Context: an optimization exercise on an open-source flow, tuned for small area, a short achievable clock period and few clock cycles per item. The choices shown serve that exercise and are no tape-out recipe. The RTL was checked by simulation tests, not by an equivalence proof against the original design. Power and IR drop assume default switching activity.

==> flow/design.v <==
module eozan_dec (
    input  wire        clk,
    input  wire        rst,           
    input  wire        in_valid,
    output wire        in_ready,
    input  wire [31:0] in_data,
    input  wire [31:0] ovf_first,
    input  wire [15:0] ovf_count,
    output wire        out_valid,
    input  wire        out_ready,
    output wire [31:0] out_data,
    output wire        out_last,
    output wire        res_mm,
    output wire [1:0]  res_kind,
    output wire        res_raw,
    output wire        res_flush,
    output wire [31:0] res_ptr
);
    function [12:0] kadd(input [11:0] a, input [11:0] b, input ci);
        integer i, d;
        reg [11:0] g, p, gn, pn;
        begin
            g = a & b;
            p = a ^ b;
            g[0] = g[0] | (p[0] & ci);
            for (d = 1; d < 12; d = d * 2) begin
                gn = g; pn = p;
                for (i = d; i < 12; i = i + 1) begin
                    gn[i] = g[i] | (p[i] & g[i-d]);
                    pn[i] = p[i] & p[i-d];
                end
                g = gn; p = pn;
            end
            kadd = {g[11], (a ^ b) ^ {g[10:0], ci}};
        end
    endfunction
    function [63:0] th(input [5:0] v);
        th = ~(64'hFFFF_FFFF_FFFF_FFFF << v);
    endfunction
    reg  [31:0] W [0:15];
    reg  [4:0]  m;             
    reg  [4:0]  c;             
    wire [12:0] mc_s = kadd({7'd0, m}, {7'd0, c}, 1'b0);
    wire [5:0]  mc = mc_s[5:0];
    wire [63:0] th_m = th({1'b0, m});
    wire [63:0] th_c = th({1'b0, c});
    assign in_ready = (mc != 6'd16);
    wire        in_fire = in_valid && in_ready;
    wire        cons;          
    integer wi;
    always @(posedge clk) begin
        for (wi = 0; wi < 16; wi = wi + 1)
            if ((in_fire && (wi == 15 || th_m[(14 - wi) & 15])) || (cons && th_c[wi]))
                W[wi] <= (wi == 15) ? in_data : W[(wi + 1) & 15];
    end
    reg         ck_pend;       
    reg  [9:0]  ck_rem;        
    reg         ck_done, ck_ok;
    reg  [3:0]  ck_hw;         
    reg  [3:0]  ck_i;          
    reg         ck_first, ck_use;
    reg  [4:0]  ck_r;          
    reg  [4:0]  ck_rn;
    always @(*) begin
        case (m[3:0])
            4'd0, 4'd5, 4'd10: ck_rn = 5'b00001;
            4'd1, 4'd6, 4'd11: ck_rn = 5'b00010;
            4'd2, 4'd7, 4'd12: ck_rn = 5'b00100;
            4'd3, 4'd8, 4'd13: ck_rn = 5'b01000;
            default:           ck_rn = 5'b10000;
        endcase
    end
    always @(posedge clk)
        if (in_fire) begin
            ck_i     <= m[3:0];
            ck_first <= (m == 5'd0);
            ck_use   <= (m <= 5'd14);
            ck_r     <= ck_rn;
        end
    wire [63:0] ck_win = {W[15], W[14]};
    reg  [35:0] ck_f;          
    always @(*) begin
        ck_f = ({36{ck_r[0]}} & {4'd0, ck_win[32 +: 32]})
             | ({36{ck_r[1]}} & {2'd0, ck_win[30 +: 34]})
             | ({36{ck_r[2]}} & ck_win[28 +: 36])
             | ({36{ck_r[3]}} & {8'd0, ck_win[36 +: 28]})
             | ({36{ck_r[4]}} & {6'd0, ck_win[34 +: 30]});
    end
    wire [12:0] ck_l0s = kadd({6'd0, ck_f[5:0]},   12'd1, 1'b0);
    wire [12:0] ck_l1s = kadd({6'd0, ck_f[15:10]}, 12'd1, 1'b0);
    wire [12:0] ck_l2s = kadd({6'd0, ck_f[25:20]}, 12'd1, 1'b0);
    wire [12:0] ck_l3s = kadd({6'd0, ck_f[35:30]}, 12'd1, 1'b0);
    wire [6:0] ck_l0 = ck_first ? 7'd0 : ck_l0s[6:0];
    wire [6:0] ck_l1 = ck_first ? 7'd0 : ck_l1s[6:0];
    wire [6:0] ck_l2 = ck_l2s[6:0];
    wire [6:0] ck_l3 = ck_r[2] ? ck_l3s[6:0] : 7'd0;
    wire [12:0] ck_s01 = kadd({5'd0, ck_l0}, {5'd0, ck_l1}, 1'b0);
    wire [12:0] ck_s23 = kadd({5'd0, ck_l2}, {5'd0, ck_l3}, 1'b0);
    wire [12:0] ck_s012 = kadd(ck_s01[11:0], {5'd0, ck_l2}, 1'b0);
    wire [12:0] ck_s0123 = kadd(ck_s01[11:0], ck_s23[11:0], 1'b0);
    wire [9:0] ck_p0 = {3'd0, ck_l0};
    wire [9:0] ck_p1 = ck_s01[9:0];
    wire [9:0] ck_p2 = ck_s012[9:0];
    wire [9:0] ck_p3 = ck_s0123[9:0];
    wire [9:0] ck_rin  = ck_first ? 10'd512 : ck_rem;
    wire       ck_din  = ck_first ? 1'b0 : ck_done;
    wire       ck_hit  = (ck_l0 != 7'd0 && ck_p0 == ck_rin) || (ck_l1 != 7'd0 && ck_p1 == ck_rin)
                      || (ck_p2 == ck_rin) || (ck_l3 != 7'd0 && ck_p3 == ck_rin);
    wire [12:0] ck_df = kadd({2'd0, ck_rin}, {2'b11, ~ck_p3}, 1'b1);    
    wire       ck_reach = ck_df[11] || (ck_df[9:0] == 10'd0);              
    always @(posedge clk) begin
        if (rst)
            ck_pend <= 1'b0;
        else
            ck_pend <= in_fire;
        if (ck_pend && ck_use) begin
            if (!ck_din) begin
                if (ck_reach) begin
                    ck_done <= 1'b1;
                    ck_ok   <= ck_hit;
                    ck_hw   <= ck_i;
                end else begin
                    ck_done <= 1'b0;
                    ck_ok   <= 1'b0;
                    ck_rem  <= ck_df[9:0];
                end
            end
        end
    end
    reg  [1:0]  rg_q;
    reg         rg_b;
    reg         ptr_ok;
    wire        rg_s2 = (m == 5'd2), rg_s3 = (m == 5'd3), rg_s4 = (m == 5'd4), rg_s5 = (m == 5'd5);
    wire [7:0]  rg_p = ({8{rg_s2}} & W[14][23:16]) | ({8{rg_s3}} & W[13][31:24])
                     | ({8{rg_s4}} & W[13][7:0])   | ({8{rg_s5}} & W[12][15:8]);
    wire [7:0]  rg_f = ({8{rg_s2}} & ovf_first[7:0])   | ({8{rg_s3}} & ovf_first[15:8])
                     | ({8{rg_s4}} & ovf_first[23:16]) | ({8{rg_s5}} & ovf_first[31:24]);
    wire [7:0]  rg_c = ({8{rg_s2}} & ovf_count[7:0])   | ({8{rg_s3}} & ovf_count[15:8]);
    wire [1:0]  rg_qi = rg_s2 ? 2'd0 : rg_q;
    wire        rg_bi = rg_s2 ? 1'b0 : rg_b;
    wire [9:0]  rg_v = {2'd0, rg_p} - {2'd0, rg_f} - {2'd0, rg_c} + {{8{rg_qi[1]}}, rg_qi};
    wire [8:0]  rg_u = {1'b0, rg_p} - {1'b0, rg_f} - {8'd0, rg_bi};
    always @(posedge clk) begin
        if (in_fire && (rg_s2 || rg_s3 || rg_s4 || rg_s5)) begin
            rg_q <= rg_v[9:8];
            rg_b <= rg_u[8];
        end
        if (in_fire && rg_s5)
            ptr_ok <= rg_v[9] && !rg_u[8];
    end
    wire [15:0] hdr     = W[0][15:0];
    wire [3:0]  h_mode  = hdr[3:0];
    wire        h_raw   = hdr[4];
    wire        h_flush = hdr[5];
    wire [2:0]  h_lv    = hdr[8:6];
    wire [6:0]  h_rsv   = hdr[15:9];
    wire        hdr_bad = (h_rsv != 7'd0) || (!h_raw && h_mode >= 4'd4) || (h_raw && h_mode != 4'd0)
                       || (h_lv != 3'd0 && !(h_raw && h_flush));
    wire        p_mal   = hdr_bad
                       || (!h_raw && h_mode == 4'd1 && W[0][30:24] == 7'd0)
                       || (!h_raw && h_mode == 4'd2 && W[0][19:16] >= 4'd14)
                       || (!h_raw && h_mode == 4'd3 && !(ck_done && ck_ok));
    wire        p_rng   = !p_mal && h_raw && !ptr_ok;
    wire        p_zero  = p_mal || h_raw;
    wire [6:0]  bm_nrep = {6'd0, !W[0][24]} + !W[0][25] + !W[0][26] + !W[0][27]
                        + !W[0][28] + !W[0][29] + !W[0][30];
    reg  [4:0]  p_keep;
    always @(*) begin
        if (h_raw)
            p_keep = 5'd2;                           
        else if (p_mal || h_mode == 4'd0)
            p_keep = 5'd0;
        else if (h_mode == 4'd1)
            p_keep = {bm_nrep[3:0], 1'b1} + 5'd2;    
        else if (h_mode == 4'd2)
            p_keep = {1'b0, W[0][19:16]} + 5'd2;     
        else
            p_keep = {1'b0, ck_hw} + 5'd1;
    end
    reg         gen;           
    reg  [5:0]  w;             
    reg  [14:0] fl;            
    reg         md_fill, md_bm, md_pd, md_rn;
    reg         s_raw, s_flush, s_mal, s_rng;
    reg         rawhold;
    reg  [31:0] crc_exp;
    reg  [6:0]  ptr;           
    reg  [31:0] q;             
    reg         qv, q_first, q_last;
    reg  [31:0] o, sk;         
    reg         ov, o_last, skv, sk_last;
    reg         gdone;         
    reg  [31:0] crc;
    reg         r_mm, r_raw, r_flush;
    reg  [1:0]  r_kind;
    wire        mv    = qv && !skv;
    wire        pop   = ov && out_ready;
    wire        gstep = gen && (!qv || mv);
    wire        prep  = !gen && (m == 5'd16) && !(qv && q_last && !mv);
    assign out_valid = ov;
    assign out_data  = o;
    assign out_last  = o_last;
    assign res_mm    = r_mm;
    assign res_kind  = r_kind;
    assign res_raw   = r_raw;
    assign res_flush = r_flush;
    assign res_ptr   = r_raw ? {W[1][15:0], W[0][31:16]} : 32'd0;
    wire [95:0] win  = {W[2], W[1], W[0]};
    wire [55:0] fun  = win >> ptr[5:0];
    wire [2:0]  ln   = w[5:3];
    wire [2:0]  k    = w[2:0];
    wire [3:0]  bm_a = fl[3:0];
    wire [3:0]  bm_b = fl[7:4];
    wire [6:0]  bm_rep = fl[14:8];
    wire        bm_last = (ln == 3'd7) || !bm_rep[ln];
    reg  [3:0]  bm_bj;         
    wire [12:0] bm_sts = kadd({8'd0, bm_bj}, {9'h1FF, ~k}, 1'b1);
    wire [3:0]  bm_st = bm_sts[3:0];            
    wire        bm_dead = bm_last ? (bm_bj[3] | bm_bj[2]) : (bm_st[3] | bm_st[2]);
    wire [63:0] bm_map = win[94:31];
    wire [7:0]  bm_byte = bm_map >> {bm_bj[2:0], 3'b000};
    reg  [31:0] bm_word;
    integer bi;
    always @(*)
        for (bi = 0; bi < 8; bi = bi + 1)
            bm_word[4*bi +: 4] = bm_byte[bi] ? bm_b : bm_a;
    reg  [55:0] pd_r;
    wire [3:0]  pd_pm1 = fl[3:0];
    wire [13:0] pd_p = 14'd1 << pd_pm1;    
    wire [55:0] pd_rot;
    wire [31:0] pd_word;
    assign pd_rot[0 +: 4] = ({4{pd_p[0] | pd_p[1] | pd_p[3] | pd_p[7]}} & pd_r[0 +: 4])
        | ({4{pd_p[6]}} & pd_r[4 +: 4])
        | ({4{pd_p[2] | pd_p[5]}} & pd_r[8 +: 4])
        | ({4{pd_p[4]}} & pd_r[12 +: 4])
        | ({4{pd_p[8] | pd_p[9] | pd_p[10] | pd_p[11] | pd_p[12] | pd_p[13]}} & pd_r[32 +: 4]);
    assign pd_rot[4 +: 4] = ({4{pd_p[2] | pd_p[8]}} & pd_r[0 +: 4])
        | ({4{pd_p[1] | pd_p[3] | pd_p[7]}} & pd_r[4 +: 4])
        | ({4{pd_p[6]}} & pd_r[8 +: 4])
        | ({4{pd_p[5]}} & pd_r[12 +: 4])
        | ({4{pd_p[4]}} & pd_r[16 +: 4])
        | ({4{pd_p[9] | pd_p[10] | pd_p[11] | pd_p[12] | pd_p[13]}} & pd_r[36 +: 4]);
    assign pd_rot[8 +: 4] = ({4{pd_p[4] | pd_p[9]}} & pd_r[0 +: 4])
        | ({4{pd_p[2] | pd_p[8]}} & pd_r[4 +: 4])
        | ({4{pd_p[3] | pd_p[7]}} & pd_r[8 +: 4])
        | ({4{pd_p[6]}} & pd_r[12 +: 4])
        | ({4{pd_p[5]}} & pd_r[16 +: 4])
        | ({4{pd_p[10] | pd_p[11] | pd_p[12] | pd_p[13]}} & pd_r[40 +: 4]);
    assign pd_rot[12 +: 4] = ({4{pd_p[10]}} & pd_r[0 +: 4])
        | ({4{pd_p[4] | pd_p[9]}} & pd_r[4 +: 4])
        | ({4{pd_p[8]}} & pd_r[8 +: 4])
        | ({4{pd_p[3] | pd_p[7]}} & pd_r[12 +: 4])
        | ({4{pd_p[6]}} & pd_r[16 +: 4])
        | ({4{pd_p[5]}} & pd_r[20 +: 4])
        | ({4{pd_p[11] | pd_p[12] | pd_p[13]}} & pd_r[44 +: 4]);
    assign pd_rot[16 +: 4] = ({4{pd_p[5] | pd_p[11]}} & pd_r[0 +: 4])
        | ({4{pd_p[10]}} & pd_r[4 +: 4])
        | ({4{pd_p[4] | pd_p[9]}} & pd_r[8 +: 4])
        | ({4{pd_p[8]}} & pd_r[12 +: 4])
        | ({4{pd_p[7]}} & pd_r[16 +: 4])
        | ({4{pd_p[6]}} & pd_r[20 +: 4])
        | ({4{pd_p[12] | pd_p[13]}} & pd_r[48 +: 4]);
    assign pd_rot[20 +: 4] = ({4{pd_p[12]}} & pd_r[0 +: 4])
        | ({4{pd_p[5] | pd_p[11]}} & pd_r[4 +: 4])
        | ({4{pd_p[10]}} & pd_r[8 +: 4])
        | ({4{pd_p[9]}} & pd_r[12 +: 4])
        | ({4{pd_p[8]}} & pd_r[16 +: 4])
        | ({4{pd_p[7]}} & pd_r[20 +: 4])
        | ({4{pd_p[6]}} & pd_r[24 +: 4])
        | ({4{pd_p[13]}} & pd_r[52 +: 4]);
    assign pd_rot[24 +: 4] = ({4{pd_p[6] | pd_p[13]}} & pd_r[0 +: 4])
        | ({4{pd_p[12]}} & pd_r[4 +: 4])
        | ({4{pd_p[11]}} & pd_r[8 +: 4])
        | ({4{pd_p[10]}} & pd_r[12 +: 4])
        | ({4{pd_p[9]}} & pd_r[16 +: 4])
        | ({4{pd_p[8]}} & pd_r[20 +: 4])
        | ({4{pd_p[7]}} & pd_r[24 +: 4]);
    assign pd_rot[28 +: 4] = ({4{pd_p[13]}} & pd_r[4 +: 4])
        | ({4{pd_p[12]}} & pd_r[8 +: 4])
        | ({4{pd_p[11]}} & pd_r[12 +: 4])
        | ({4{pd_p[10]}} & pd_r[16 +: 4])
        | ({4{pd_p[9]}} & pd_r[20 +: 4])
        | ({4{pd_p[8]}} & pd_r[24 +: 4])
        | ({4{pd_p[7]}} & pd_r[28 +: 4]);
    assign pd_rot[32 +: 4] = ({4{pd_p[13]}} & pd_r[8 +: 4])
        | ({4{pd_p[12]}} & pd_r[12 +: 4])
        | ({4{pd_p[11]}} & pd_r[16 +: 4])
        | ({4{pd_p[10]}} & pd_r[20 +: 4])
        | ({4{pd_p[9]}} & pd_r[24 +: 4])
        | ({4{pd_p[8]}} & pd_r[28 +: 4]);
    assign pd_rot[36 +: 4] = ({4{pd_p[13]}} & pd_r[12 +: 4])
        | ({4{pd_p[12]}} & pd_r[16 +: 4])
        | ({4{pd_p[11]}} & pd_r[20 +: 4])
        | ({4{pd_p[10]}} & pd_r[24 +: 4])
        | ({4{pd_p[9]}} & pd_r[28 +: 4]);
    assign pd_rot[40 +: 4] = ({4{pd_p[13]}} & pd_r[16 +: 4])
        | ({4{pd_p[12]}} & pd_r[20 +: 4])
        | ({4{pd_p[11]}} & pd_r[24 +: 4])
        | ({4{pd_p[10]}} & pd_r[28 +: 4]);
    assign pd_rot[44 +: 4] = ({4{pd_p[13]}} & pd_r[20 +: 4])
        | ({4{pd_p[12]}} & pd_r[24 +: 4])
        | ({4{pd_p[11]}} & pd_r[28 +: 4]);
    assign pd_rot[48 +: 4] = ({4{pd_p[13]}} & pd_r[24 +: 4])
        | ({4{pd_p[12]}} & pd_r[28 +: 4]);
    assign pd_rot[52 +: 4] = ({4{pd_p[13]}} & pd_r[28 +: 4]);
    assign pd_word[0 +: 4] = ({4{pd_p[0] | pd_p[1] | pd_p[2] | pd_p[3] | pd_p[4] | pd_p[5] | pd_p[6] | pd_p[7] | pd_p[8] | pd_p[9] | pd_p[10] | pd_p[11] | pd_p[12] | pd_p[13]}} & pd_r[0 +: 4]);
    assign pd_word[4 +: 4] = ({4{pd_p[0]}} & pd_r[0 +: 4])
        | ({4{pd_p[1] | pd_p[2] | pd_p[3] | pd_p[4] | pd_p[5] | pd_p[6] | pd_p[7] | pd_p[8] | pd_p[9] | pd_p[10] | pd_p[11] | pd_p[12] | pd_p[13]}} & pd_r[4 +: 4]);
    assign pd_word[8 +: 4] = ({4{pd_p[0] | pd_p[1]}} & pd_r[0 +: 4])
        | ({4{pd_p[2] | pd_p[3] | pd_p[4] | pd_p[5] | pd_p[6] | pd_p[7] | pd_p[8] | pd_p[9] | pd_p[10] | pd_p[11] | pd_p[12] | pd_p[13]}} & pd_r[8 +: 4]);
    assign pd_word[12 +: 4] = ({4{pd_p[0] | pd_p[2]}} & pd_r[0 +: 4])
        | ({4{pd_p[1]}} & pd_r[4 +: 4])
        | ({4{pd_p[3] | pd_p[4] | pd_p[5] | pd_p[6] | pd_p[7] | pd_p[8] | pd_p[9] | pd_p[10] | pd_p[11] | pd_p[12] | pd_p[13]}} & pd_r[12 +: 4]);
    assign pd_word[16 +: 4] = ({4{pd_p[0] | pd_p[1] | pd_p[3]}} & pd_r[0 +: 4])
        | ({4{pd_p[2]}} & pd_r[4 +: 4])
        | ({4{pd_p[4] | pd_p[5] | pd_p[6] | pd_p[7] | pd_p[8] | pd_p[9] | pd_p[10] | pd_p[11] | pd_p[12] | pd_p[13]}} & pd_r[16 +: 4]);
    assign pd_word[20 +: 4] = ({4{pd_p[0] | pd_p[4]}} & pd_r[0 +: 4])
        | ({4{pd_p[1] | pd_p[3]}} & pd_r[4 +: 4])
        | ({4{pd_p[2]}} & pd_r[8 +: 4])
        | ({4{pd_p[5] | pd_p[6] | pd_p[7] | pd_p[8] | pd_p[9] | pd_p[10] | pd_p[11] | pd_p[12] | pd_p[13]}} & pd_r[20 +: 4]);
    assign pd_word[24 +: 4] = ({4{pd_p[0] | pd_p[1] | pd_p[2] | pd_p[5]}} & pd_r[0 +: 4])
        | ({4{pd_p[4]}} & pd_r[4 +: 4])
        | ({4{pd_p[3]}} & pd_r[8 +: 4])
        | ({4{pd_p[6] | pd_p[7] | pd_p[8] | pd_p[9] | pd_p[10] | pd_p[11] | pd_p[12] | pd_p[13]}} & pd_r[24 +: 4]);
    assign pd_word[28 +: 4] = ({4{pd_p[0] | pd_p[6]}} & pd_r[0 +: 4])
        | ({4{pd_p[1] | pd_p[2] | pd_p[5]}} & pd_r[4 +: 4])
        | ({4{pd_p[4]}} & pd_r[8 +: 4])
        | ({4{pd_p[3]}} & pd_r[12 +: 4])
        | ({4{pd_p[7] | pd_p[8] | pd_p[9] | pd_p[10] | pd_p[11] | pd_p[12] | pd_p[13]}} & pd_r[28 +: 4]);
    reg  [39:0] rn_f;
    reg  [1:0]  rn_o;
    reg         rn_vld;
    reg  [5:0]  rn_rem;        
    reg         rn_prt;
    reg  [2:0]  rn_pos;        
    wire [19:0] rn_e  = (rn_o == 2'd0) ? rn_f[19:0] : (rn_o == 2'd1) ? rn_f[29:10] : rn_f[39:20];
    wire [3:0]  rn_c0 = rn_e[3:0],  rn_c1 = rn_e[13:10];
    wire [5:0]  rn_m0 = rn_e[9:4],  rn_m1 = rn_e[19:14];
    wire [5:0]  rn_r0m = rn_prt ? rn_rem : rn_m0;
    wire [3:0]  rn_z0 = (|rn_r0m[5:3]) ? 4'd8 : {1'b0, rn_r0m[2:0]};    
    wire [3:0]  rn_z1 = (|rn_m1[5:3])  ? 4'd8 : {1'b0, rn_m1[2:0]};
    wire [4:0]  rn_a0 = {2'd0, rn_pos} + {1'b0, rn_z0};                  
    wire [4:0]  rn_a1 = rn_a0 + {1'b0, rn_z1} + 5'd1;                    
    wire [63:0] rn_t0 = th({1'b0, rn_a0} + 6'd1);
    wire [63:0] rn_t1 = th({1'b0, rn_a1} + 6'd1);
    wire [63:0] rn_tp = th({3'd0, rn_pos});
    wire        rn_cmp = rn_vld && (rn_a1 >= 5'd7);      
    wire        rn_le0 = (rn_a0 <= 5'd7);                
    wire        rn_le1 = (rn_a1 <= 5'd7);
    wire [1:0]  rn_n   = rn_vld ? {1'b0, rn_le0} + {1'b0, rn_le1} : 2'd0;
    reg  [31:0] rn_word;
    reg  [7:0]  rn_we;
    integer ri;
    always @(*) begin
        for (ri = 0; ri < 8; ri = ri + 1) begin
            rn_we[ri] = rn_vld && !rn_tp[ri] && rn_t1[ri];
            rn_word[4*ri +: 4] = rn_t0[ri] ? rn_c0 : rn_c1;
        end
    end
    wire [7:0]  rn_x0 = {2'd0, rn_r0m} + {5'd0, rn_pos} - 8'd8;
    wire [7:0]  rn_x1 = {2'd0, rn_r0m} + {5'd0, rn_pos} + {2'd0, rn_m1} - 8'd7;
    wire        rn_prtn = rn_cmp && !rn_le1;
    wire [5:0]  rn_remn = rn_le0 ? rn_x1[5:0] : rn_x0[5:0];
    reg  [31:0] g_word;
    reg  [7:0]  g_we;
    reg         g_cmp;
    always @(*) begin
        g_word = 32'd0;
        g_we   = 8'hFF;
        g_cmp  = 1'b1;
        if (md_fill)
            g_word = {8{fl[3:0]}};
        else if (md_bm)
            g_word = bm_word;
        else if (md_pd)
            g_word = pd_word;
        else if (md_rn) begin
            g_word = rn_word;
            g_we   = rn_we;
            g_cmp  = rn_cmp;
        end
    end
    wire ptr_cons = gen && (md_pd || md_rn) && (ptr[6] | ptr[5]);
    wire bm_cons  = gen && md_bm && bm_dead;
    assign cons = ptr_cons || bm_cons;
    function [31:0] crc_word(input [31:0] cin, input [31:0] d);
        integer i;
        reg [31:0] t;
        begin
            t = cin;
            for (i = 0; i < 32; i = i + 1)
                t = (t[0] ^ d[i]) ? ((t >> 1) ^ 32'h82F63B78) : (t >> 1);
            crc_word = t;
        end
    endfunction
    wire [31:0] crc_nx = crc_word(q_first ? 32'hFFFF_FFFF : crc, q);
    wire        crc_bad = ((crc_nx ^ 32'hFFFF_FFFF) != crc_exp);
    wire [6:0]  ptr_m   = ptr_cons ? {ptr[6:5] - 2'd1, ptr[4:0]} : ptr;
    wire [6:0]  ptr_10  = ptr_m + 7'd10;
    wire [6:0]  ptr_20  = ptr_m + 7'd20;
    wire [6:0]  ptr_4p  = ptr_m + {1'b0, pd_pm1, 2'b00} + 7'd4;
    wire [12:0] ptr_nx  = {6'd0, (gstep && md_pd && k == 3'd7) ? ptr_4p :
                                 (gstep && md_rn && rn_n == 2'd2) ? ptr_20 :
                                 (gstep && md_rn && rn_n == 2'd1) ? ptr_10 : ptr_m};
    integer gi;
    always @(posedge clk) begin
        if (rst) begin
            m <= 5'd0; c <= 5'd0; skv <= 1'b0; gdone <= 1'b0;
            gen <= 1'b0; qv <= 1'b0; ov <= 1'b0;
            rawhold <= 1'b0;
            md_fill <= 1'b0; md_bm <= 1'b0; md_pd <= 1'b0; md_rn <= 1'b0;
        end else begin
            if (prep) begin
                m <= 5'd0;
                c <= p_keep;
            end else begin
                m <= m + {4'd0, in_fire};
                if (gdone && !s_raw)
                    c <= 5'd0;
                else if (rawhold && pop && o_last && !gen && !qv)
                    c <= 5'd0;
                else
                    c <= c - {4'd0, cons && c != 5'd0};
            end
            if (prep)
                rawhold <= h_raw;
            else if (rawhold && pop && o_last && !gen && !qv)
                rawhold <= 1'b0;
            gdone <= gstep && g_cmp && w == 6'd63;
            if (mv || skv)
                ov <= 1'b1;
            else if (out_ready)
                ov <= 1'b0;
            if (skv)
                skv <= !out_ready;
            else
                skv <= mv && ov && !out_ready;
            if (gstep && g_cmp)
                qv <= 1'b1;
            else if (mv)
                qv <= 1'b0;
            if (prep) begin
                gen     <= 1'b1;
                md_fill <= !p_zero && h_mode == 4'd0;
                md_bm   <= !p_zero && h_mode == 4'd1;
                md_pd   <= !p_zero && h_mode == 4'd2;
                md_rn   <= !p_zero && h_mode == 4'd3;
            end else if (gstep && g_cmp && w == 6'd63) begin
                gen     <= 1'b0;
                md_fill <= 1'b0; md_bm <= 1'b0; md_pd <= 1'b0; md_rn <= 1'b0;
            end
        end
        if (prep) begin
            w       <= 6'd0;
            fl      <= W[0][30:16];
            s_raw   <= h_raw;
            s_flush <= h_flush;
            s_mal   <= p_mal;
            s_rng   <= p_rng;
            crc_exp <= W[15];
            rn_prt  <= 1'b0;
            rn_pos  <= 3'd0;
            rn_vld  <= 1'b0;
            rn_o    <= 2'd0;
            bm_bj   <= 4'd0;
            pd_r    <= win[20 +: 56];
            ptr     <= (h_mode == 4'd2) ? 7'd20 + {1'b0, W[0][19:16], 2'b00} + 7'd4 : 7'd16;
        end else begin
            if (gstep) begin
                for (gi = 0; gi < 8; gi = gi + 1)
                    if (g_we[gi])
                        q[4*gi +: 4] <= g_word[4*gi +: 4];
                if (g_cmp) begin
                    w       <= w + 6'd1;
                    q_first <= (w == 6'd0);
                    q_last  <= (w == 6'd63);
                end
                if (md_pd)
                    pd_r <= (k == 3'd7) ? fun : pd_rot;
                if (md_rn && rn_vld) begin
                    rn_prt <= rn_prtn;
                    rn_rem <= rn_remn;
                    rn_pos <= rn_cmp ? 3'd0 : rn_a1[2:0] + 3'd1;
                end
            end
            rn_vld <= 1'b1;
            rn_f   <= fun[39:0];
            rn_o   <= gstep ? rn_n : 2'd0;
            bm_bj  <= bm_bj - (bm_cons ? 4'd4 : 4'd0)
                    + ((gstep && md_bm) ? ((k == 3'd7 && !bm_last) ? 4'd9 : 4'd1) : 4'd0);
            ptr <= ptr_nx[6:0];
        end
        if (skv) begin
            if (out_ready) begin
                o      <= sk;
                o_last <= sk_last;
            end
        end else if (mv && (!ov || out_ready)) begin
            o      <= q;
            o_last <= q_last;
        end
        if (mv && !skv) begin
            sk      <= q;
            sk_last <= q_last;
        end
        if (mv) begin
            crc    <= crc_nx;
            if (q_last) begin
                r_mm    <= s_mal || s_rng || (!s_raw && crc_bad);
                r_kind  <= s_mal ? 2'd1 : s_rng ? 2'd2 : 2'd0;
                r_raw   <= s_raw;
                r_flush <= s_flush;
            end
        end
    end
endmodule
==> flow/run.sh <==
#!/bin/bash
# synth_recipe.tcl (not shown) runs the flow's synth.tcl, then flattens the netlist and writes it again
# the make line also repeats each setting of config.mk as NAME=value (left out here)
make -C /OpenROAD-flow-scripts/flow DESIGN_CONFIG=/design/flow/config.mk WORK_HOME=/design/flow/orfs CLKGATE_MAP_FILE= SYNTH_SCRIPT=/design/flow/synth_recipe.tcl finish
==> flow/config.mk <==
export PLATFORM = sky130hd
export DESIGN_NAME = eozan_dec
export DESIGN_NICKNAME = eozan_dec
export VERILOG_FILES = /design/flow/design.v
export SDC_FILE = /design/flow/constraint.sdc
export NUM_CORES = 4
export LEC_CHECK = 0
export ABC_CLOCK_PERIOD_IN_PS = 4000
export CAP_MARGIN = 20
export CORE_MARGIN = 2
export CORE_UTILIZATION = 40
export PLACE_DENSITY = 0.6
export SETUP_SLACK_MARGIN = 5
export SLEW_MARGIN = 20
==> flow/constraint.sdc <==
create_clock -name core_clock -period 10.0 [get_ports {clk}]
set_input_delay 2.0000 -clock core_clock [delete_from_list [all_inputs] [get_ports {clk}]]
set_output_delay 2.0000 -clock core_clock [all_outputs]
set_load 0.01 [all_outputs]
==> out/results.txt, run 1 <==
Hold Crit Class - reg -> reg
Max Cap Violations - 0
CTS root buffer - clkbuf_16
Die W - 364 um
post-layout net count - 4876
routed vias - 37900
CP startpoint - ck_r[1]
Non-Filler Instances - 6465
most frequent cells after synthesis - edfxtp_1, nand2_1, nor2_1, xnor2_1, a21oi_1
drt first pass iters - 10
drt initial violations - 4801
Layout fillers - 11300
EDFF count, synth - 838
Tmin final - 6.12 ns
Seq/Total Area, Yosys - 0.501
CTS tree - built
GP Congestion - 0.985
slew margin rel. - 0.178
worst skew pair latency - 0.73 ns
mapped cell area - 51800 sq um
setup_tns - 0 ns
LEAKAGE - 23.5 nW
Post-synth top flop - edfxtp_1
worst slew pin tran - 1.23 ns
vias in the first global route - 35800
Yosys warning total - 2
PortBufs - 155
post-synth top area cell - edfxtp_1
die area - 132000 sq um
RSZ-0062 raised after global routing - yes
Cell Rows - 132
Synth area leaders - edfxtp_1, xnor2_1, mux4_2, xnor3_1, ha_1
Hold Startpoint - W[5][21]
# hold bufs at CTS - 0
first-pass GRT wire length - 243000 um
Setup-failing EPs final - 0
area delta synth->final - 21.2%
Tcrit/Tclk final - 0.612
worst r2r src - ck_r[1]
area occupied by registers - 26000 sq um
CP required - 10.45 ns
CTS max path bufs - 3
die height - 364 um
pins over their slew limit - 0
Startpoint Class - flop
Detail Route Antenna Nets - 0
H-tree depth - 3
worst setup path class - reg -> reg
syn_area_per_cell - 12.0 sq um
Achievable Freq - 163 MHz
initial antenna violation count - 11
Clock Sinks - 878
# IOs - 156
CP max stage cell - edfxtp_1
Total Power - 9.74 mW
Netlist cell types - 80
Remaining Overflow, GRT - 0
DRT Wirelength - 169000 um
Starting Density - 0.402
number of CTS-inserted buffers - 93
clk_skew - 0.0660 ns
area of the multi-input gates - 26200 sq um
crit end category - flop
GRT Overall Usage - 0.248
Async SR Flop Fraction - 0
VDD IR-drop max - 0.000169 V
P per Cell Area - 155 nW/um^2
crit-path max FO - 7
sum of net half-perimeters after detailed placement - 116000 um
most numerous cell in the Yosys netlist - edfxtp_1
core footprint - 129000 sq um
syn nets - 4563
Synth top area share - 0.486
Yosys reg bits - 878
pin count of the biggest net entering global routing - 84
Worst-path clk slew - 0.06 ns
status - complete, no violations
cells after synthesis - 4328
dpl cells - 6006
CP Data Arrival Time - 6.58 ns
Final Hold Fails - 0
DRC Markers - 0
Worst path max stage delay - 0.48 ns
vias per cell - 5.86
Avg WL per Cell - 26.2 um
share of cells above drive strength 1 - 0.212
repair_timing:
item,4_1_cts,5_1_grt
gates resized for setup,131,180
setup buffers,140,135
gates cloned,1,3
pin swaps,96,152
setup endpoints to repair,123,108
kinds of logic after synthesis:
| family | synth area share |
|---|---|
| mux | 0.0810 |
| compound gates | 0.122 |
| xor+xnor | 0.131 |
| fa+ha+maj | 0.0404 |
| flops | 0.501 |
| buf+inv | 0.0322 |
| simple gates | 0.0926 |
cell usage in the layout (no fill, tap or decap), types with 18 or more instances in the layout:
| master | n |
|---|---|
| o21ai_0 | 201 |
| clkdlybuf4s50_1 | 144 |
| buf_4 | 306 |
| ha_1 | 114 |
| buf_6 | 30 |
| xnor2_4 | 43 |
| a21o_1 | 36 |
| nand4_1 | 33 |
| a211oi_1 | 26 |
| nand3_1 | 55 |
| fa_1 | 21 |
| a21oi_1 | 248 |
| mux4_2 | 96 |
| dfxtp_1 | 31 |
| o22a_1 | 32 |
| a222oi_1 | 43 |
| a22o_1 | 39 |
| xnor2_1 | 208 |
| xnor3_2 | 44 |
| nand2b_1 | 24 |
| xnor3_1 | 53 |
| and2_1 | 48 |
| a21oi_2 | 18 |
| a221o_1 | 25 |
| a22oi_1 | 105 |
| nor3_1 | 39 |
| nor2_1 | 300 |
| a31oi_1 | 20 |
| clkbuf_16 | 97 |
| inv_1 | 120 |
| mux2_2 | 60 |
| nor2_2 | 24 |
| mux2i_1 | 135 |
| xnor2_2 | 62 |
| edfxtp_1 | 838 |
| xor2_1 | 92 |
| clkinv_2 | 18 |
| nor2b_1 | 35 |
| nand2_1 | 406 |
| a221oi_1 | 51 |
area by class of cell:
class | instances | area share
sequential | 878 | 0.414
timing repair buffer | 512 | 0.0739
antenna | 3 | 0.000120
clock buffer | 104 | 0.0380
clock inverter | 70 | 0.0147
multi-input combinational | 3023 | 0.417
inverter | 133 | 0.00801
tap | 1742 | 0.0347
stage by stage:
stage / hold slack (ns) / setup WS [ns] / cell area (sq um) / util
finish: 0.384 / 3.88 / 62800 / 0.487
global route: 0.408 / 3.69 / 62800 / 0.487
CTS: 0.396 / 4.13 / 60500 / 0.469
detailed placement: 0.405 / 3.53 / 55400 / 0.430
global placement: 0.401 / 3.56 / 55400 / 0.430
floorplan: 0.400 / 4.20 / 52200 / -
flip-flops by register name (all words and copies together) (netlist names), 10 cells and up:
register  flops
pd_r         56
ck_rem       10
crc_exp      32
rn_f         40
o            32
fl           15
crc          32
q            32
sk           32
W           512
routing by layer:
| layer | vias up | track usage | part of all wire |
|---|---|---|---|
| met5 | - | 0 | 0.00021 |
| met4 | 6 | 0.119 | 0.056 |
| met3 | 437 | 0.0505 | 0.098 |
| met2 | 2083 | 0.380 | 0.45 |
| met1 | 18500 | 0.336 | 0.40 |
| li1 | 16800 | - | - |
critical path, delay by kind of cell, from the launching register on:
| kind | cells | cell delay (ns) |
|---|---|---|
| buffers and inverters | 14 | 1.67 |
| adders and majority gates | 4 | 1.17 |
| and+or+nand+nor | 4 | 0.59 |
| DFF | 1 | 0.48 |
| AOI/OAI and AO/OA | 8 | 1.46 |
| xor gates and xnor gates | 3 | 0.49 |
power breakdown:
group	internal, mW	leakage, nW	switching, mW
clock network	2.17	1.59	1.54
registers	4.10	7.99	0.0725
logic	0.910	13.9	0.948
final timing paths:
check                           slack [ns]  depth (start not counted)   endpoint
worst min-delay path                  0.38                          0   W[4][21]
worst max-delay path                  3.88                         33  ck_rem[8]
worst max register to register        3.88                         33  ck_rem[8]
worst min register to register        0.38                          0   W[4][21]
Testbench counts, summed over its fixed seeds: cycles 82,717, items 1,200.
==> run 2, diff against run 1 <==
--- a/flow/design.v
+++ b/flow/design.v
@@ -88,24 +88,22 @@
     end
-    wire [12:0] ck_l0s = kadd({6'd0, ck_f[5:0]},   12'd1, 1'b0);
-    wire [12:0] ck_l1s = kadd({6'd0, ck_f[15:10]}, 12'd1, 1'b0);
-    wire [12:0] ck_l2s = kadd({6'd0, ck_f[25:20]}, 12'd1, 1'b0);
-    wire [12:0] ck_l3s = kadd({6'd0, ck_f[35:30]}, 12'd1, 1'b0);
-    wire [6:0] ck_l0 = ck_first ? 7'd0 : ck_l0s[6:0];
-    wire [6:0] ck_l1 = ck_first ? 7'd0 : ck_l1s[6:0];
-    wire [6:0] ck_l2 = ck_l2s[6:0];
-    wire [6:0] ck_l3 = ck_r[2] ? ck_l3s[6:0] : 7'd0;
-    wire [12:0] ck_s01 = kadd({5'd0, ck_l0}, {5'd0, ck_l1}, 1'b0);
-    wire [12:0] ck_s23 = kadd({5'd0, ck_l2}, {5'd0, ck_l3}, 1'b0);
-    wire [12:0] ck_s012 = kadd(ck_s01[11:0], {5'd0, ck_l2}, 1'b0);
-    wire [12:0] ck_s0123 = kadd(ck_s01[11:0], ck_s23[11:0], 1'b0);
-    wire [9:0] ck_p0 = {3'd0, ck_l0};
-    wire [9:0] ck_p1 = ck_s01[9:0];
-    wire [9:0] ck_p2 = ck_s012[9:0];
-    wire [9:0] ck_p3 = ck_s0123[9:0];
-    wire [9:0] ck_rin  = ck_first ? 10'd512 : ck_rem;
+    wire        ck_v0 = !ck_first, ck_v3 = ck_r[2];
+    wire [5:0]  ck_f0 = ck_v0 ? ck_f[5:0]   : 6'd0;
+    wire [5:0]  ck_f1 = ck_v0 ? ck_f[15:10] : 6'd0;
+    wire [5:0]  ck_f2 = ck_f[25:20];
+    wire [5:0]  ck_f3 = ck_v3 ? ck_f[35:30] : 6'd0;
+    wire [12:0] ck_s1 = kadd({6'd0, ck_f0}, {6'd0, ck_f1}, 1'b0);
+    wire [12:0] ck_s23 = kadd({6'd0, ck_f2}, {6'd0, ck_f3}, 1'b0);
+    wire [12:0] ck_s2 = kadd(ck_s1[11:0], {6'd0, ck_f2}, 1'b0);
+    wire [12:0] ck_s3 = kadd(ck_s1[11:0], ck_s23[11:0], 1'b0);
+    wire [9:0]  ck_rin = ck_first ? 10'd512 : ck_rem;
     wire       ck_din  = ck_first ? 1'b0 : ck_done;
-    wire       ck_hit  = (ck_l0 != 7'd0 && ck_p0 == ck_rin) || (ck_l1 != 7'd0 && ck_p1 == ck_rin)
-                      || (ck_p2 == ck_rin) || (ck_l3 != 7'd0 && ck_p3 == ck_rin);
-    wire [12:0] ck_df = kadd({2'd0, ck_rin}, {2'b11, ~ck_p3}, 1'b1);    
-    wire       ck_reach = ck_df[11] || (ck_df[9:0] == 10'd0);              
+    wire [9:0]  ck_t0 = ck_rin - 10'd1;
+    wire [9:0]  ck_t1 = ck_rin - 10'd2;
+    wire [9:0]  ck_t2 = ck_first ? ck_rin - 10'd1 : ck_rin - 10'd3;
+    wire [9:0]  ck_t3 = ck_t2 - {9'd0, ck_v3};
+    wire       ck_hit  = (ck_v0 && {4'd0, ck_f0} == ck_t0) || (ck_v0 && ck_s1[9:0] == ck_t1)
+                      || (ck_s2[9:0] == ck_t2) || (ck_v3 && ck_s3[9:0] == ck_t3);
+    wire [11:0] ck_t3w = {2'd0, ck_rin} - (ck_first ? 12'd1 : 12'd3) - {11'd0, ck_v3};
+    wire [12:0] ck_df = kadd(ck_t3w, ~ck_s3[11:0], 1'b1);                 
+    wire       ck_reach = ck_df[11] || (ck_df[9:0] == 10'd0);
     always @(posedge clk) begin
@@ -132,19 +130,27 @@
     reg         ptr_ok;
-    wire        rg_s2 = (m == 5'd2), rg_s3 = (m == 5'd3), rg_s4 = (m == 5'd4), rg_s5 = (m == 5'd5);
-    wire [7:0]  rg_p = ({8{rg_s2}} & W[14][23:16]) | ({8{rg_s3}} & W[13][31:24])
-                     | ({8{rg_s4}} & W[13][7:0])   | ({8{rg_s5}} & W[12][15:8]);
-    wire [7:0]  rg_f = ({8{rg_s2}} & ovf_first[7:0])   | ({8{rg_s3}} & ovf_first[15:8])
-                     | ({8{rg_s4}} & ovf_first[23:16]) | ({8{rg_s5}} & ovf_first[31:24]);
-    wire [7:0]  rg_c = ({8{rg_s2}} & ovf_count[7:0])   | ({8{rg_s3}} & ovf_count[15:8]);
-    wire [1:0]  rg_qi = rg_s2 ? 2'd0 : rg_q;
-    wire        rg_bi = rg_s2 ? 1'b0 : rg_b;
-    wire [9:0]  rg_v = {2'd0, rg_p} - {2'd0, rg_f} - {2'd0, rg_c} + {{8{rg_qi[1]}}, rg_qi};
-    wire [8:0]  rg_u = {1'b0, rg_p} - {1'b0, rg_f} - {8'd0, rg_bi};
+    reg  [7:0]  rg_s;          
+    reg  [3:0]  rg_p, rg_f, rg_c;
+    integer rk;
+    always @(*) begin
+        rg_p = 4'd0; rg_f = 4'd0; rg_c = 4'd0;
+        for (rk = 0; rk < 8; rk = rk + 1) begin
+            rg_s[rk] = (m == rk + 2);
+            rg_p = rg_p | ({4{rg_s[rk]}} & ((rk < 4) ? W[(14 - rk) & 15][16 + 4*rk +: 4]
+                                                      : W[(15 - rk) & 15][4*(rk - 4) +: 4]));
+            rg_f = rg_f | ({4{rg_s[rk]}} & ovf_first[4*rk +: 4]);
+            if (rk < 4)
+                rg_c = rg_c | ({4{rg_s[rk]}} & ovf_count[4*rk +: 4]);
+        end
+    end
+    wire [1:0]  rg_qi = rg_s[0] ? 2'd0 : rg_q;
+    wire        rg_bi = rg_s[0] ? 1'b0 : rg_b;
+    wire [5:0]  rg_v = {2'd0, rg_p} - {2'd0, rg_f} - {2'd0, rg_c} + {{4{rg_qi[1]}}, rg_qi};
+    wire [4:0]  rg_u = {1'b0, rg_p} - {1'b0, rg_f} - {4'd0, rg_bi};
     always @(posedge clk) begin
-        if (in_fire && (rg_s2 || rg_s3 || rg_s4 || rg_s5)) begin
-            rg_q <= rg_v[9:8];
-            rg_b <= rg_u[8];
+        if (in_fire && |rg_s) begin
+            rg_q <= rg_v[5:4];
+            rg_b <= rg_u[4];
         end
-        if (in_fire && rg_s5)
-            ptr_ok <= rg_v[9] && !rg_u[8];
+        if (in_fire && rg_s[7])
+            ptr_ok <= rg_v[5] && !rg_u[4];
     end
@@ -329,3 +335,3 @@
         | ({4{pd_p[7] | pd_p[8] | pd_p[9] | pd_p[10] | pd_p[11] | pd_p[12] | pd_p[13]}} & pd_r[28 +: 4]);
-    reg  [39:0] rn_f;
+    wire [39:0] rn_f = pd_r[39:0];       
     reg  [1:0]  rn_o;
@@ -385,13 +391,36 @@
     assign cons = ptr_cons || bm_cons;
-    function [31:0] crc_word(input [31:0] cin, input [31:0] d);
-        integer i;
-        reg [31:0] t;
-        begin
-            t = cin;
-            for (i = 0; i < 32; i = i + 1)
-                t = (t[0] ^ d[i]) ? ((t >> 1) ^ 32'h82F63B78) : (t >> 1);
-            crc_word = t;
-        end
-    endfunction
-    wire [31:0] crc_nx = crc_word(q_first ? 32'hFFFF_FFFF : crc, q);
+    wire [31:0] crc_x  = (q_first ? 32'hFFFF_FFFF : crc) ^ q;
+    wire [31:0] crc_nx;
+    assign crc_nx[0] = ^(crc_x & 32'h1F91CAF6);
+    assign crc_nx[1] = ^(crc_x & 32'h3F2395EC);
+    assign crc_nx[2] = ^(crc_x & 32'h7E472BD8);
+    assign crc_nx[3] = ^(crc_x & 32'hFC8E57B1);
+    assign crc_nx[4] = ^(crc_x & 32'hE68D6595);
+    assign crc_nx[5] = ^(crc_x & 32'hD28B01DD);
+    assign crc_nx[6] = ^(crc_x & 32'hBA87C94C);
+    assign crc_nx[7] = ^(crc_x & 32'h6A9E586F);
+    assign crc_nx[8] = ^(crc_x & 32'hD53CB0DE);
+    assign crc_nx[9] = ^(crc_x & 32'hB5E8AB4B);
+    assign crc_nx[10] = ^(crc_x & 32'h74409C60);
+    assign crc_nx[11] = ^(crc_x & 32'hE88138C1);
+    assign crc_nx[12] = ^(crc_x & 32'hCE93BB74);
+    assign crc_nx[13] = ^(crc_x & 32'h82B6BC1F);
+    assign crc_nx[14] = ^(crc_x & 32'h1AFCB2C8);
+    assign crc_nx[15] = ^(crc_x & 32'h35F96591);
+    assign crc_nx[16] = ^(crc_x & 32'h6BF2CB23);
+    assign crc_nx[17] = ^(crc_x & 32'hD7E59646);
+    assign crc_nx[18] = ^(crc_x & 32'hB05AE67B);
+    assign crc_nx[19] = ^(crc_x & 32'h7F240600);
+    assign crc_nx[20] = ^(crc_x & 32'hFE480C00);
+    assign crc_nx[21] = ^(crc_x & 32'hE301D2F6);
+    assign crc_nx[22] = ^(crc_x & 32'hD9926F1B);
+    assign crc_nx[23] = ^(crc_x & 32'hACB514C0);
+    assign crc_nx[24] = ^(crc_x & 32'h46FBE377);
+    assign crc_nx[25] = ^(crc_x & 32'h8DF7C6EE);
+    assign crc_nx[26] = ^(crc_x & 32'h047E472B);
+    assign crc_nx[27] = ^(crc_x & 32'h08FC8E57);
+    assign crc_nx[28] = ^(crc_x & 32'h11F91CAF);
+    assign crc_nx[29] = ^(crc_x & 32'h23F2395E);
+    assign crc_nx[30] = ^(crc_x & 32'h47E472BD);
+    assign crc_nx[31] = ^(crc_x & 32'h8FC8E57B);
     wire        crc_bad = ((crc_nx ^ 32'hFFFF_FFFF) != crc_exp);
@@ -486,3 +515,4 @@
             rn_vld <= 1'b1;
-            rn_f   <= fun[39:0];
+            if (md_rn)
+                pd_r <= fun;
             rn_o   <= gstep ? rn_n : 2'd0;
==> out/results.txt, run 2 <==
status - complete, no violations
crit-path max FO - 10
most common cell after layout, fill and taps aside - edfxtp_1
cells after synthesis - 4319
share of cells above drive strength 1 - 0.149
syn_area_per_cell - 11.4 sq um
Total Power - 8.95 mW
GRT Overall Usage - 0.251
Cell Chain, Critical Path - buf_4, buf_4, a22oi_1, nand4_1, inv_1, fa_2, inv_4, ha_4, a21o_1, a21oi_4, o21bai_4, a21oi_4, xnor2_4, ha_4, a21boi_2, o21a_1, or3_4, a221oi_4, a211oi_2, o21ai_2, buf_12, nor2_4, buf_12
GP Congestion - 0.970
CTS max path bufs - 3
CP Data Arrival Time - 5.68 ns
most frequent cells after synthesis - edfxtp_1, nand2_1, nor2_1, xnor2_1, clkbuf_1
Largest regs - W x512, pd_r x56
Avg WL per Cell - 26.5 um
Biggest register - W
worst slew pin tran - 1.19 ns
clk_skew - 0.0302 ns
Yosys reg bits - 838
VDD IR-drop max - 0.000264 V
Clock Sinks - 838
worst skew pair latency - 0.68 ns
Setup-failing EPs final - 0
Post-synth top flop - edfxtp_1
Worst path max stage delay - 0.49 ns
Worst-path clk slew - 0.06 ns
Async SR Flop Fraction - 0
Cell Rows - 128
drt initial violations - 4833
initial antenna violation count - 7
slew margin rel. - 0.185
area delta synth->final - 15.4%
placed instance area - 52500 sq um
RSZ-0062 raised after global routing - yes
CTS tree - built
P per Cell Area - 158 nW/um^2
pin count of the biggest net entering global routing - 105
Tmin final - 5.26 ns
Achievable Freq - 190 MHz
pins over their slew limit - 0
Die W - 355 um
post-synth top area cell - edfxtp_1
most numerous cell in the Yosys netlist - edfxtp_1
Hold Crit Class - reg -> reg
first-pass GRT wire length - 236000 um
syn nets - 4537
Max Cap Violations - 0
PortBufs - 155
final instance area - 56800 sq um
Synth top area share - 0.487
drt first pass iters - 9
# IOs - 156
Starting Density - 0.404
CP max stage cell - fa_2
post-layout net count - 4643
LEAKAGE - 20.0 nW
mapped cell area - 49200 sq um
CTS root buffer - clkbuf_16
max FFs per register - 512
sum of net half-perimeters after detailed placement - 114000 um
H-tree depth - 3
die height - 355 um
CP required - 10.42 ns
setup_tns - 0 ns
Detail Route Antenna Nets - 0
# hold bufs at CTS - 0
Final Hold Fails - 0
Seq/Total Area, Yosys - 0.503
crit end category - flop
EDFF count, synth - 798
Remaining Overflow, GRT - 0
most frequent cells in the layout - edfxtp_1, nand2_1, nor2_1
Netlist cell types - 93
Tcrit/Tclk final - 0.526
Startpoint Class - flop
Synth area leaders - edfxtp_1, xnor2_1, mux4_2, mux2i_1, nand2_1
DRC Markers - 0
die area - 126000 sq um
worst setup path class - reg -> reg
r2r setup slk - 4.74 ns
core footprint - 122000 sq um
DRT Wirelength - 162000 um
routed vias - 36500
vias per cell - 5.97
number of CTS-inserted buffers - 88
Yosys warning total - 2
vias in the first global route - 34700
## run 2: power breakdown
part           internal, mW  leakage (nW)  total [mW]  switching [mW]
Combinational         0.777          11.1        1.66           0.880
Sequential             3.89          7.57        4.01           0.112
Clock                  1.86          1.39        3.28            1.42
## run 2: cell type report
class                   count  area [sq um]
multi-input cells        3041         23600
diodes                      4          10.0
repair buffers            335          3030
fillers                 11000         65100
clock inverters            51           578
flip-flops and latches    838         24800
well taps                1625          2030
inverters                 121           460
clock buffers             107          2300
## run 2: worst paths after layout
kind	startpoint	to	cells after the start
worst max-delay path	ck_r[2]	ck_rem[0]	23
worst min-delay path	W[6][4]	W[5][4]	0
worst min register to register	W[6][4]	W[5][4]	0
worst max register to register	ck_r[2]	ck_rem[0]	23
## run 2: repair_timing
action / in CTS / in global routing
buffers inserted: 62 / 32
gates resized for setup: 52 / 85
pin swaps: 23 / 79
setup endpoints to repair: 103 / 26
endpoints found under the hold margin: 0 / 0
## run 2: per-layer routing
metal,vias up,share of wire,global-route usage
li1,16200,-,-
met1,17800,0.40,0.337
met2,2012,0.46,0.398
met3,439,0.092,0.0499
met4,10,0.046,0.101
met5,-,0.00041,0
## run 2: stage by stage
stage                     hold WS (ns)  cells  utilization  setup slack [ns]
final                            0.401   6122        0.466              4.74
after global routing             0.415   6118        0.466              4.55
after CTS                        0.405   6085        0.460              4.80
after detailed placement         0.405   5865        0.431              4.11
after global placement           0.401   5863        0.430              4.25
after floorplan                  0.400   4319            -              4.82
## run 2: worst max-delay path: cells and delay by family, from the launching register on
family                     cells  cell delay [ns]
xor gates and xnor gates       1             0.16
adders and majority gates      3             0.93
buffers and inverters          6             0.92
AOI/OAI and AO/OA             10             1.86
and+or+nand+nor                3             0.65
DFF                            1             0.47
## run 2: cells by family after synthesis
| kind of cell | count (synthesis) | synth area share |
|---|---|---|
| simple gates | 1130 | 0.102 |
| compound gates | 925 | 0.125 |
| flops | 838 | 0.503 |
| xor+xnor | 509 | 0.0976 |
| buf+inv | 440 | 0.0347 |
| mux | 343 | 0.101 |
| fa+ha+maj | 134 | 0.0370 |
Testbench counts of run 2, summed over its fixed seeds: cycles 82,717, items 1,200.
==> run 3, diff against run 2 <==
--- a/flow/design.v
+++ b/flow/design.v
@@ -97,19 +97,37 @@
     wire [12:0] ck_s3 = kadd(ck_s1[11:0], ck_s23[11:0], 1'b0);
-    wire [9:0]  ck_rin = ck_first ? 10'd512 : ck_rem;
-    wire       ck_din  = ck_first ? 1'b0 : ck_done;
+    reg         ck2_go, ck2_first, ck2_v3;
+    reg  [3:0]  ck2_i;
+    reg  [5:0]  ck2_f0;
+    reg  [6:0]  ck2_s1;
+    reg  [7:0]  ck2_s2, ck2_s3;
+    always @(posedge clk) begin
+        ck2_first <= ck_first;
+        ck2_v3    <= ck_v3;
+        ck2_i     <= ck_i;
+        ck2_f0    <= ck_f0;
+        ck2_s1    <= ck_s1[6:0];
+        ck2_s2    <= ck_s2[7:0];
+        ck2_s3    <= ck_s3[7:0];
+    end
+    wire        ck2_v0 = !ck2_first;
+    wire [9:0]  ck_rin = ck2_first ? 10'd512 : ck_rem;
+    wire       ck_din  = ck2_first ? 1'b0 : ck_done;
     wire [9:0]  ck_t0 = ck_rin - 10'd1;
     wire [9:0]  ck_t1 = ck_rin - 10'd2;
-    wire [9:0]  ck_t2 = ck_first ? ck_rin - 10'd1 : ck_rin - 10'd3;
-    wire [9:0]  ck_t3 = ck_t2 - {9'd0, ck_v3};
-    wire       ck_hit  = (ck_v0 && {4'd0, ck_f0} == ck_t0) || (ck_v0 && ck_s1[9:0] == ck_t1)
-                      || (ck_s2[9:0] == ck_t2) || (ck_v3 && ck_s3[9:0] == ck_t3);
-    wire [11:0] ck_t3w = {2'd0, ck_rin} - (ck_first ? 12'd1 : 12'd3) - {11'd0, ck_v3};
-    wire [12:0] ck_df = kadd(ck_t3w, ~ck_s3[11:0], 1'b1);                 
+    wire [9:0]  ck_t2 = ck2_first ? ck_rin - 10'd1 : ck_rin - 10'd3;
+    wire [9:0]  ck_t3 = ck_t2 - {9'd0, ck2_v3};
+    wire       ck_hit  = (ck2_v0 && {4'd0, ck2_f0} == ck_t0) || (ck2_v0 && {3'd0, ck2_s1} == ck_t1)
+                      || ({2'd0, ck2_s2} == ck_t2) || (ck2_v3 && {2'd0, ck2_s3} == ck_t3);
+    wire [11:0] ck_t3w = {2'd0, ck_rin} - (ck2_first ? 12'd1 : 12'd3) - {11'd0, ck2_v3};
+    wire [12:0] ck_df = kadd(ck_t3w, ~{4'd0, ck2_s3}, 1'b1);                
     wire       ck_reach = ck_df[11] || (ck_df[9:0] == 10'd0);
     always @(posedge clk) begin
-        if (rst)
+        if (rst) begin
             ck_pend <= 1'b0;
-        else
+            ck2_go  <= 1'b0;
+        end else begin
             ck_pend <= in_fire;
-        if (ck_pend && ck_use) begin
+            ck2_go  <= ck_pend && ck_use;
+        end
+        if (ck2_go) begin
             if (!ck_din) begin
@@ -118,3 +136,3 @@
                     ck_ok   <= ck_hit;
-                    ck_hw   <= ck_i;
+                    ck_hw   <= ck2_i;
                 end else begin
@@ -144,8 +162,21 @@
     end
-    wire [1:0]  rg_qi = rg_s[0] ? 2'd0 : rg_q;
-    wire        rg_bi = rg_s[0] ? 1'b0 : rg_b;
-    wire [5:0]  rg_v = {2'd0, rg_p} - {2'd0, rg_f} - {2'd0, rg_c} + {{4{rg_qi[1]}}, rg_qi};
-    wire [4:0]  rg_u = {1'b0, rg_p} - {1'b0, rg_f} - {4'd0, rg_bi};
+    reg  [3:0]  rg_pq, rg_fq, rg_cq;
+    reg         rg_go, rg_st, rg_end;
     always @(posedge clk) begin
-        if (in_fire && |rg_s) begin
+        if (rst)
+            rg_go <= 1'b0;
+        else
+            rg_go <= in_fire && |rg_s;
+        rg_pq  <= rg_p;
+        rg_fq  <= rg_f;
+        rg_cq  <= rg_c;
+        rg_st  <= rg_s[0];
+        rg_end <= rg_s[7];
+    end
+    wire [1:0]  rg_qi = rg_st ? 2'd0 : rg_q;
+    wire        rg_bi = rg_st ? 1'b0 : rg_b;
+    wire [5:0]  rg_v = {2'd0, rg_pq} - {2'd0, rg_fq} - {2'd0, rg_cq} + {{4{rg_qi[1]}}, rg_qi};
+    wire [4:0]  rg_u = {1'b0, rg_pq} - {1'b0, rg_fq} - {4'd0, rg_bi};
+    always @(posedge clk) begin
+        if (rg_go) begin
             rg_q <= rg_v[5:4];
@@ -153,3 +184,3 @@
         end
-        if (in_fire && rg_s[7])
+        if (rg_go && rg_end)
             ptr_ok <= rg_v[5] && !rg_u[4];
@@ -204,3 +235,4 @@
     wire        gstep = gen && (!qv || mv);
-    wire        prep  = !gen && (m == 5'd16) && !(qv && q_last && !mv);
+    wire        prep  = !gen && (m == 5'd16) && !(qv && q_last && !mv)
+                     && !(W[0][3:0] == 4'd3 && (ck2_go || (ck_pend && ck_use)));
     assign out_valid = ov;
@@ -347,10 +379,33 @@
     wire [3:0]  rn_z1 = (|rn_m1[5:3])  ? 4'd8 : {1'b0, rn_m1[2:0]};
-    wire [4:0]  rn_a0 = {2'd0, rn_pos} + {1'b0, rn_z0};                  
-    wire [4:0]  rn_a1 = rn_a0 + {1'b0, rn_z1} + 5'd1;                    
-    wire [63:0] rn_t0 = th({1'b0, rn_a0} + 6'd1);
-    wire [63:0] rn_t1 = th({1'b0, rn_a1} + 6'd1);
-    wire [63:0] rn_tp = th({3'd0, rn_pos});
-    wire        rn_cmp = rn_vld && (rn_a1 >= 5'd7);      
-    wire        rn_le0 = (rn_a0 <= 5'd7);                
-    wire        rn_le1 = (rn_a1 <= 5'd7);
+    wire [7:0]  rn_g0 = th({2'd0, rn_z0}) & 8'hFF;
+    reg  [15:0] rn_gs;
+    reg  [7:0]  rn_pd;
+    reg         rn_cmpx, rn_le0, rn_le1;
+    reg  [7:0]  rn_t0, rn_t1;
+    integer ga, gj, gp, ri;
+    always @(*) begin
+        for (gj = 0; gj < 16; gj = gj + 1) begin
+            rn_gs[gj] = 1'b0;
+            for (ga = 0; ga <= 8; ga = ga + 1)
+                if (rn_z0 == ga && ((gj - ga) < 0 || rn_z1 > (gj - ga)))
+                    rn_gs[gj] = 1'b1;
+        end
+        for (gp = 0; gp < 8; gp = gp + 1)
+            rn_pd[gp] = (rn_pos == gp);
+        rn_cmpx = 1'b0; rn_le0 = 1'b0; rn_le1 = 1'b0;
+        rn_t0 = 8'd0; rn_t1 = 8'd0;
+        for (gp = 0; gp < 8; gp = gp + 1) begin
+            if (rn_pd[gp]) begin
+                rn_le0  = !rn_g0[7 - gp];
+                rn_le1  = (gp == 7) ? 1'b0 : !rn_gs[6 - gp];
+                rn_cmpx = (gp >= 6) ? 1'b1 : rn_gs[5 - gp];
+                for (ri = 0; ri < 8; ri = ri + 1) begin
+                    rn_t0[ri] = (ri - gp <= 0) ? 1'b1 : rn_g0[ri - gp - 1];
+                    rn_t1[ri] = (ri - gp - 1 <= 0) ? 1'b1 : rn_gs[ri - gp - 2];
+                end
+            end
+        end
+    end
+    wire [4:0]  rn_a1 = {2'd0, rn_pos} + {1'b0, rn_z0} + {1'b0, rn_z1} + 5'd1;    
+    wire        rn_cmp = rn_vld && rn_cmpx;          
     wire [1:0]  rn_n   = rn_vld ? {1'b0, rn_le0} + {1'b0, rn_le1} : 2'd0;
@@ -358,6 +413,5 @@
     reg  [7:0]  rn_we;
-    integer ri;
     always @(*) begin
         for (ri = 0; ri < 8; ri = ri + 1) begin
-            rn_we[ri] = rn_vld && !rn_tp[ri] && rn_t1[ri];
+            rn_we[ri] = rn_vld && (ri >= rn_pos) && rn_t1[ri];
             rn_word[4*ri +: 4] = rn_t0[ri] ? rn_c0 : rn_c1;
@@ -446,3 +500,3 @@
                 m <= m + {4'd0, in_fire};
-                if (gdone && !s_raw)
+                if ((gdone || (gstep && w == 6'd63 && !md_rn)) && !s_raw)
                     c <= 5'd0;
@@ -478,3 +532,2 @@
                 gen     <= 1'b0;
-                md_fill <= 1'b0; md_bm <= 1'b0; md_pd <= 1'b0; md_rn <= 1'b0;
             end
--- a/flow/config.mk
+++ b/flow/config.mk
@@ -10,4 +10,4 @@
 export CORE_MARGIN = 2
-export CORE_UTILIZATION = 40
-export PLACE_DENSITY = 0.6
+export CORE_UTILIZATION = 60
+export PLACE_DENSITY = 0.72
 export SETUP_SLACK_MARGIN = 5
==> out/results.txt, run 3 <==
post-synth top area cell - edfxtp_1
first-pass GRT wire length - 228000 um
placed instance area - 52500 sq um
sum of net half-perimeters after detailed placement - 107000 um
Synth top area share - 0.477
Non-Filler Instances - 5610
LEAKAGE - 19.4 nW
met2 WL - 70300 um
Worst-path clk slew - 0.07 ns
Int Power - 6.55 mW
mapped cell area - 50200 sq um
setup_tns - 0 ns
Clock Sinks - 889
Avg WL per Cell - 27.4 um
CP Data Arrival Time - 2.84 ns
reg2reg path depth - 16
Post-synth top flop - edfxtp_1
routed vias - 37300
core footprint - 83300 sq um
RSZ-0062 raised after global routing - yes
Hold Path Depth - 0
Tmin final - 4.84 ns
Startpoint Class - flop
max FFs per register - 512
DRC Markers - 0
Seq/Total Area, Yosys - 0.513
status - complete, no violations
Detail Route Antenna Nets - 0
Cell Rows - 106
Starting Density - 0.603
Layout fillers - 6178
syn_area_per_cell - 11.3 sq um
Yosys reg bits - 889
Hold Startpoint - ck_i[0]
switching share of power - 0.250
worst r2r src - pd_r[8]
CTS root buffer - clkbuf_16
most numerous cell in the Yosys netlist - edfxtp_1
Max Cap Violations - 0
Remaining Overflow, GRT - 0
r2r setup slk - 5.34 ns
Die W - 293 um
drt initial violations - 5656
Tcrit/Tclk final - 0.484
RR Endpoint - ptr[5]
Top Metal Used - met5
H-tree depth - 3
drt first pass iters - 13
syn nets - 4648
worst slew pin tran - 1.09 ns
Worst Hold Slack - 0.342 ns
die height - 293 um
vias per cell - 6.66
dpl cells - 5422
crit-path max FO - 6
Achievable Freq - 207 MHz
area delta synth->final - 11.3%
pins over their slew limit - 0
final instance area - 55900 sq um
pin count of the biggest net entering global routing - 84
Largest regs - W x512, pd_r x56
hold endpoint - ck2_i[0]
most frequent cells in the layout - edfxtp_1, nand2_1, xnor2_1
die area - 86000 sq um
initial antenna violation count - 1
Metal-1 WL - 58500 um
CP required - 8.00 ns
CTS max path bufs - 3
post-layout net count - 4661
crit end category - primary output
clock group share of total power - 0.403
Netlist cell types - 103
Async SR Flop Fraction - 0
routed wl met3 - 15900 um
GP Congestion - 1.04
DRT Wirelength - 154000 um
most frequent cells after synthesis - edfxtp_1, nand2_1, xnor2_1, nor2_1, clkbuf_1
clk_skew - 0.0732 ns
CTS tree - built
Final Hold Fails - 0
Synth area leaders - edfxtp_1, xnor2_1, mux4_2, dfxtp_1, nand2_1
# IOs - 156
Yosys warning total - 2
VDD IR-drop max - 0.000186 V
sequential fraction of design power - 0.487
number of CTS-inserted buffers - 89
cells after synthesis - 4438
GRT Overall Usage - 0.355
most common cell after layout, fill and taps aside - edfxtp_1
vias in the first global route - 35100
worst skew pair latency - 0.70 ns
# hold bufs at CTS - 0
share of cells above drive strength 1 - 0.111
P per Cell Area - 156 nW/um^2
worst setup path class - reg -> out
EDFF count, synth - 798
slew margin rel. - 0.250
Hold Crit Class - reg -> reg
Setup-failing EPs final - 0
Biggest register - W
Psw - 2.19 mW
PortBufs - 155
Combinational Power Share - 0.110
-- run 3: per-stage QoR --
stage	util	power [mW]	worst slack (ns)
after floorplan	-	4.99	5.21
after global placement	0.631	5.25	4.54
after detailed placement	0.631	5.28	4.49
after CTS	0.668	8.76	5.01
after global routing	0.671	9.02	5.00
final	0.671	8.74	5.16
-- run 3: what timing repair did --
action | in CTS | in global routing
endpoints found under the hold margin | 0 | 0
endpoints found under the setup margin | 24 | 19
buffers inserted | 0 | 16
pin swaps | 0 | 2
gates resized for setup | 7 | 15
-- run 3: per-layer routing --
metal / GRT usage / vias to the layer above
met3: 0.0750 / 516
met4: 0.168 / 2
li1: - / 16500
met2: 0.559 / 2387
met1: 0.474 / 18000
met5: 0.00397 / -
-- run 3: layout make-up --
cell class | count | area, sq um | share of cell area
Tap cell | 1080 | 1350 | 0.0242
Antenna cell | 3 | 7.51 | 0.000134
Sequential cell | 889 | 25800 | 0.461
Timing Repair Buffer | 250 | 2300 | 0.0412
Multi-Input combinational cell | 3097 | 22900 | 0.409
Inverter | 124 | 473 | 0.00846
Clock inverter | 59 | 756 | 0.0135
Clock buffer | 108 | 2360 | 0.0422
-- run 3: worst max path at each step --
| stage | start | to | cells past startpoint |
|---|---|---|---|
| after floorplan | in_valid | W[0][0] | 4 |
| after global placement | rn_o[0] | ptr[5] | 17 |
| after detailed placement | rn_o[0] | ptr[5] | 17 |
| final | c[0] | in_ready | 7 |
| after global routing | pd_r[8] | ptr[5] | 16 |
| after CTS | pd_r[6] | ptr[5] | 18 |
-- run 3: logic make-up (layout without fill, tap and decap cells) --
| family | after synthesis | after routing | synth area share |
|---|---|---|---|
| compound gates | 992 | 992 | 0.131 |
| flops | 889 | 889 | 0.513 |
| xor+xnor | 509 | 509 | 0.0911 |
| mux | 306 | 306 | 0.0911 |
| fa+ha+maj | 129 | 129 | 0.0348 |
| other cells | 0 | 3 | 0 |
| simple gates | 1161 | 1161 | 0.103 |
| buf+inv | 452 | 541 | 0.0359 |
-- run 3: worst max-delay path, stage by stage (launching register included) --
cell,delay [ns]
dfxtp_1,0.45
ha_1,0.21
inv_1,0.06
fa_1,0.37
xnor2_1,0.14
nor3_1,0.13
nand3_1,0.22
clkdlybuf4s50_1,0.57
-- run 3: power by group through the flow --
stage	logic [mW]	registers (mW)	clock network [mW]
2_1_floorplan	0.730	4.26	0
3_3_place_gp	0.929	4.33	0
3_5_place_dp	0.954	4.33	0
4_1_cts	0.959	4.25	3.55
5_1_grt	1.08	4.26	3.68
6_report	0.965	4.25	3.52
Testbench counts of run 3, summed over its fixed seeds: cycles 82,255, items 1,200.

afterwards: timing with drivers on the ports:
How much do the figures lean on ideal ports? The routed layouts below were timed once more, with nothing changed but the port constraints.
Step 1 (the two cells are an assumption about what drives the block):
set clk [get_ports {clk}]
set_driving_cell -lib_cell sky130_fd_sc_hd__clkbuf_16 $clk
set_driving_cell -lib_cell sky130_fd_sc_hd__buf_2 [delete_from_list [all_inputs] $clk]
Step 2 also shifts input and output timing later by t, the mid clock arrival at the registers, as if the neighbouring blocks saw the same clock.
Slacks: ideal / step 1 / step 2; pairs: ideal / step 1.
run | shift t [ns] | slack for setup (ns) | slew at the worst register clock pin (ns) | cell pins on the clock port's net
run 1 | 0.770 | 3.875 / 3.875 / 3.875 | 0.08 / 0.08 | 1
run 2 | 0.733 | 4.740 / 4.740 / 4.487 | 0.07 / 0.07 | 1
run 3 | 0.735 | 5.160 / 5.084 / 4.804 | 0.08 / 0.08 | 1
After both steps setup and hold are still met in every run listed. The setup slack of run 3, which loses most, moves by -0.076 ns with the drivers and by -0.356 ns with both steps.
